Source: an optimization exercise on an open RTL-to-GDS flow (aim: small area, a short achievable clock period and few clock cycles). Production flows keep margins and buffers that such runs may drop. At most, simulation tests tie the RTL to the original design; equivalence was not proved.

==> flow/design.v (excerpt) <==
module kz_flow_policer (
    input  wire         clk,
    input  wire         rst,
    input  wire         req_valid,
    output wire         req_ready,
    input  wire [2:0]   req_op,
    input  wire [1:0]   req_idx,
    input  wire [15:0]  req_now,
    input  wire [2:0]   req_cost,
    input  wire [2:0]   req_class,
    input  wire         req_yellow,
    input  wire         req_posted,
    input  wire [127:0] req_data,
    output reg          resp_valid,
    output reg  [2:0]   resp_result,
    output reg  [2:0]   resp_class,
    output reg          resp_never,
    output reg          resp_forgiven,
    output reg  [127:0] resp_ctx
);
For scale: ~8200 cells after synthesis, ~300 I/O pins.
clock: 20.0 ns
lec_check: 0
abc_area: 1
cap_margin: 20
core_margin: 2
core_utilization: 40
cts_buf_list: sky130_fd_sc_hd__clkbuf_8
cts_cluster_diameter: 50
cts_cluster_size: 16
setup_slack_margin: 0.3
slew_margin: 20
standard.sh (not shown) runs the stock make flow with config.mk's settings and CLKGATE_MAP_FILE= SYNTH_SCRIPT=/design/flow/synth_recipe.tcl, a recipe that flattens the netlist after the stock synthesis.
==> flow/flow/run.sh <==
#!/bin/bash
set -euo pipefail
bash standard.sh SETUP_SLACK_MARGIN=13 finish > make_finish.log 2>&1
Testbench counts at the start, summed over its fixed seeds: cycles 16,016.
==> next run, changes <==
==> flow/flow/run.sh (replaced) <==
#!/bin/bash
set -euo pipefail
bash standard.sh SETUP_SLACK_MARGIN=12 finish > make_finish.log 2>&1
TNS_END_PERCENT = 20   (was not set)
After rerunning: Count of clock-buffer cells in the layout falls by 4; register-to-register slack barely changes; final area fell by a few percent; non-clock buffer count falls by 135; critical path depth drops by 4; via count came out lower slightly; routed wire length shrinks by a few percent; final cell count goes down slightly; maximum frequency barely changes.
==> next run, changes <==
==> flow/flow/run.sh (replaced) <==
#!/bin/bash
set -euo pipefail
bash standard.sh SETUP_SLACK_MARGIN=13 finish > make_finish.log 2>&1
CTS_BUF_LIST = not set   (was sky130_fd_sc_hd__clkbuf_8)
CTS_CLUSTER_DIAMETER = not set   (was 50)
CTS_CLUSTER_SIZE = not set   (was 16)
TNS_END_PERCENT = not set   (was 20)
Outcome: Routed wire length grows by a few percent; critical path depth is higher by 5; setup slack gets worse by 0.015 ns.

========
Setup of alpha:
kz_flow_policer, a different RTL version from the one above (not shown whole).
Size in the first run: about 970 flip-flops, roughly 300 I/O pins, ~64,000 µm² of cells after synthesis.
Settings: LEC_CHECK=0, CAP_MARGIN=20, CORE_MARGIN=2, CORE_UTILIZATION=40, SETUP_SLACK_MARGIN=0.3, SLEW_MARGIN=20; clock period 20.0 ns.
run.sh (not shown) runs the stock make flow with config.mk's settings and CLKGATE_MAP_FILE= SYNTH_SCRIPT=/design/flow/synth_recipe.tcl, a recipe that flattens the netlist after the stock synthesis.
Stock flow here: none of the scripts above is used.
The flow did not stop early for alpha: all stages ran, and the layout cleared the timing, DRC and antenna checks.
Testbench counts of alpha, summed over its fixed seeds: cycles 16,016.
Modified inputs, beta compared to alpha
==> flow/flow/run.sh (new file) <==
#!/bin/bash
# Standard ORFS layout; timing repair aims at a larger setup margin.
set -euo pipefail
bash standard.sh SETUP_SLACK_MARGIN=10 finish > make_finish.log 2>&1
==> flow/standard.sh (new file) <==
#!/bin/bash
# synth_recipe.tcl (not shown) runs the flow's synth.tcl, then flattens the netlist and writes it again
# the make line also repeats each setting of config.mk as NAME=value (left out here)
make -C /OpenROAD-flow-scripts/flow DESIGN_CONFIG=/design/flow/config.mk WORK_HOME=/design/flow/orfs CLKGATE_MAP_FILE= SYNTH_SCRIPT=/design/flow/synth_recipe.tcl "${@:-finish}"
removed: flow/run.sh
## What came out
- [compare] base=alpha new=beta: remaining max-slew budget at the tightest pin down 8.5 points, count of buffers added by post-CTS timing repair for setup up 215.
- When the final numbers for alpha and beta were put side by side, the maximum number of pins on one net before global-route repair turned out to be smaller in beta.
- Compared with alpha, beta shows global-route usage higher by 1.5 points.
- The run showing the smaller layout buffering overhead excluding clock cells is alpha.

========
Another version of the RTL of kz_flow_policer (not shown whole).
Size: roughly 950 flip-flops, roughly 300 I/O pins, ~59,000 um^2 of cells after synthesis.
Settings: LEC_CHECK=0, CAP_MARGIN=20, CORE_MARGIN=2, CORE_UTILIZATION=40, SETUP_SLACK_MARGIN=0.3, SLEW_MARGIN=20; clock period 20.0 ns.
standard.sh (not shown) runs the stock make flow with config.mk's settings and CLKGATE_MAP_FILE= SYNTH_SCRIPT=/design/flow/synth_recipe.tcl, a recipe that flattens the netlist after the stock synthesis.
==> flow/flow/run.sh <==
#!/bin/bash
# Standard ORFS layout, with timing repair aimed at a larger setup margin.
set -euo pipefail
bash standard.sh SETUP_SLACK_MARGIN=12 finish > make_finish.log 2>&1
Next try:
==> flow/run.sh (new file) <==
#!/bin/bash
# synth_recipe.tcl (not shown) runs the flow's synth.tcl, then flattens the netlist and writes it again
# the make line also repeats each setting of config.mk as NAME=value (left out here)
make -C /OpenROAD-flow-scripts/flow DESIGN_CONFIG=/design/flow/config.mk WORK_HOME=/design/flow/orfs CLKGATE_MAP_FILE= SYNTH_SCRIPT=/design/flow/synth_recipe.tcl finish
removed: flow/flow/run.sh
removed: flow/standard.sh
The new run finished clean.
Wire length goes down by about 3.4%.
Synthesized cell count is unchanged.
Final area goes down by about 8%.
Worst setup slack loses 3.5 ns.
Area after synthesis stays the same.
Hold slack loses 0.010 ns.
Cell count goes down by 3.3%.
Register-to-register slack loses 3.5 ns.
Via count goes down by about 3.4%.
Count of clock-buffer cells in the layout goes down by 1.
No run of this note included a check of the RTL's function; only the layout flow was run.

========
## v55
Another version of the RTL of kz_flow_policer (not shown whole).
Size: roughly 8600 cells after synthesis, ~300 I/O pins, ~0.074 mm^2 of cells after synthesis.
==> flow/config.mk <==
export PLATFORM = sky130hd
export DESIGN_NAME = kz_flow_policer
export DESIGN_NICKNAME = kz_flow_policer
export VERILOG_FILES = /design/flow/design.v
export SDC_FILE = /design/flow/constraint.sdc
export NUM_CORES = 4
export LEC_CHECK = 0
export ABC_AREA = 1
export CAP_MARGIN = 20
export CORE_MARGIN = 2
export CORE_UTILIZATION = 40
export CTS_BUF_LIST = sky130_fd_sc_hd__clkbuf_8
export CTS_CLUSTER_DIAMETER = 50
export CTS_CLUSTER_SIZE = 16
export SETUP_SLACK_MARGIN = 0.3
export SLEW_MARGIN = 20
export TNS_END_PERCENT = 10
==> flow/constraint.sdc <==
create_clock -name core_clock -period 20.0 [get_ports {clk}]
set_input_delay 4.0000 -clock core_clock [delete_from_list [all_inputs] [get_ports {clk}]]
set_output_delay 4.0000 -clock core_clock [all_outputs]
set_load 0.01 [all_outputs]
==> flow/flow/run.sh <==
#!/bin/bash
set -euo pipefail
bash standard.sh SETUP_SLACK_MARGIN=13 finish > make_finish.log 2>&1
v55 completed end to end with timing, DRC and antenna clean.
Testbench counts of v55, summed over its fixed seeds: cycles 16,024.
### v55 -> v22
Settings: swapping 10 for 20 in TNS_END_PERCENT.
==> flow/flow/run.sh <==
#!/bin/bash
set -euo pipefail
bash standard.sh SETUP_SLACK_MARGIN=12 finish > make_finish.log 2>&1
Findings:
Sort v22 and v55 by post-cts sizing count desc -> top: v55. Between v22 and v55, the worst slack on hold paths does not differ in any meaningful way. v22 ended with less number of cells on the critical path than v55. Looking at destination of the critical timing path, the dt_a[14]$_DFF_P_ result is from v55; the dt_a[15]$_DFF_P_ one comes from v22. For area fraction of clock buffers and clock inverters, v55 and v22 come out practically identical. In the flow results for v22 and v55, the actual transition at the worst max-transition pin is smaller on v55. | HPWL after detailed placement | v22 vs v55 | worse |. Diff v55 -> v22: number of detailed-route iterations in the first pass picked up an extra 1; worst setup slack before clock tree synthesis lost 0.17 ns; critical path data arrival time picked up an extra 0.82 ns; worst setup slack after layout lost 0.83 ns.
--- input diff v22..v33 ---
Settings: TNS_END_PERCENT: 20 -> 10.
==> flow/flow/run.sh <==
#!/bin/bash
set -euo pipefail
bash standard.sh SETUP_SLACK_MARGIN=14 finish > make_finish.log 2>&1
==> comparison <==
Arrival time reported for the critical path endpoint (higher): v22. Clock period minus worst slack: v33 vs v22 down 1.44 ns.

========
Another version of the RTL of kz_flow_policer (not shown whole).
For scale: roughly 8,000 cells after synthesis, ~1,000 flip-flops.
==> flow/config.mk <==
export PLATFORM = sky130hd
export DESIGN_NAME = kz_flow_policer
export DESIGN_NICKNAME = kz_flow_policer
export VERILOG_FILES = /design/flow/design.v
export SDC_FILE = /design/flow/constraint.sdc
export NUM_CORES = 4
export LEC_CHECK = 0
export ABC_AREA = 1
export CAP_MARGIN = 20
export CORE_MARGIN = 2
export CORE_UTILIZATION = 40
export SETUP_SLACK_MARGIN = 0.3
export SLEW_MARGIN = 20
==> flow/constraint.sdc <==
create_clock -name core_clock -period 20.0 [get_ports {clk}]
set_input_delay 4.0000 -clock core_clock [delete_from_list [all_inputs] [get_ports {clk}]]
set_output_delay 4.0000 -clock core_clock [all_outputs]
set_load 0.01 [all_outputs]
==> flow/flow/run.sh <==
#!/bin/bash
set -euo pipefail
bash standard.sh SETUP_SLACK_MARGIN=12 finish > make_finish.log 2>&1
The first run passed the timing, DRC and antenna checks.
Testbench counts at the start, summed over its fixed seeds: cycles 16,016.
Edit:
==> flow/run.sh (new file) <==
#!/bin/bash
# synth_recipe.tcl (not shown) runs the flow's synth.tcl, then flattens the netlist and writes it again
# the make line also repeats each setting of config.mk as NAME=value (left out here)
make -C /OpenROAD-flow-scripts/flow DESIGN_CONFIG=/design/flow/config.mk WORK_HOME=/design/flow/orfs CLKGATE_MAP_FILE= SYNTH_SCRIPT=/design/flow/synth_recipe.tcl finish
removed: flow/flow/run.sh
removed: flow/standard.sh
Non-clock buffer count fell by 281.
Final cell count fell by 2.6%.
Final area fell by 9.2%.
Synthesized area does not change.
Synthesized cell count is unchanged.

## port drivers added, routing unchanged
How much do the figures lean on ideal ports? The routed layouts below were timed once more, with nothing changed but the port constraints. Step 1: set_driving_cell puts a clkbuf_16 on clk and a buf_2 on each other input, an assumption about the parent block. Step 2 adds t to the input delays and takes it off the output delays; t is the mean of the earliest and latest rising clock arrival at the registers after step 1. Input paths then give back, and output paths get back, about the clock's delay inside the block. Slacks: ideal ports / drivers / drivers and shift; pairs: ideal ports / drivers.
| run | t (ns) | setup slack, ns | worst setup path at the end | slew at the worst register clock pin (ns) | cell pins on the clock port's net |
|---|---|---|---|---|---|
| the first run of note 1 | 0.924 | 11.764 / 11.764 / 11.764 | register to register | 0.10 / 0.10 | 1 |
| the second run of note 1 | 0.911 | 11.766 / 11.766 / 11.552 | input to register | 0.10 / 0.10 | 1 |
| the third run of note 1 | 0.818 | 11.751 / 11.751 / 11.751 | register to register | 0.07 / 0.07 | 1 |
| alpha | 0.810 | 7.069 / 7.069 / 7.069 | register to register | 0.07 / 0.07 | 1 |
| beta | 0.814 | 9.722 / 9.722 / 9.722 | register to register | 0.07 / 0.07 | 1 |
| the first run of note 3 | 0.801 | 4.731 / 4.731 / 4.731 | register to register | 0.07 / 0.07 | 1 |
| the second run of note 3 | 0.786 | 1.182 / 1.182 / 1.182 | register to register | 0.07 / 0.07 | 1 |
| v55 | 1.024 | 13.183 / 13.240 / 12.216 | input to register | 0.10 / 0.10 | 1 |
| v22 | 1.030 | 12.355 / 12.390 / 11.378 | input to register | 0.10 / 0.10 | 1 |
| v33 | 1.043 | 13.799 / 13.799 / 12.809 | input to register | 0.11 / 0.11 | 1 |
| the first run of note 5 | 0.808 | 11.489 / 11.489 / 11.489 | register to register | 0.07 / 0.07 | 1 |
| the second run of note 5 | 0.823 | 9.494 / 9.494 / 9.494 | register to register | 0.07 / 0.07 | 1 |
After both steps every run listed still meets setup and hold. The setup slack of v33, which loses most, moves by 0.000 ns with the drivers and by -0.990 ns with both steps.
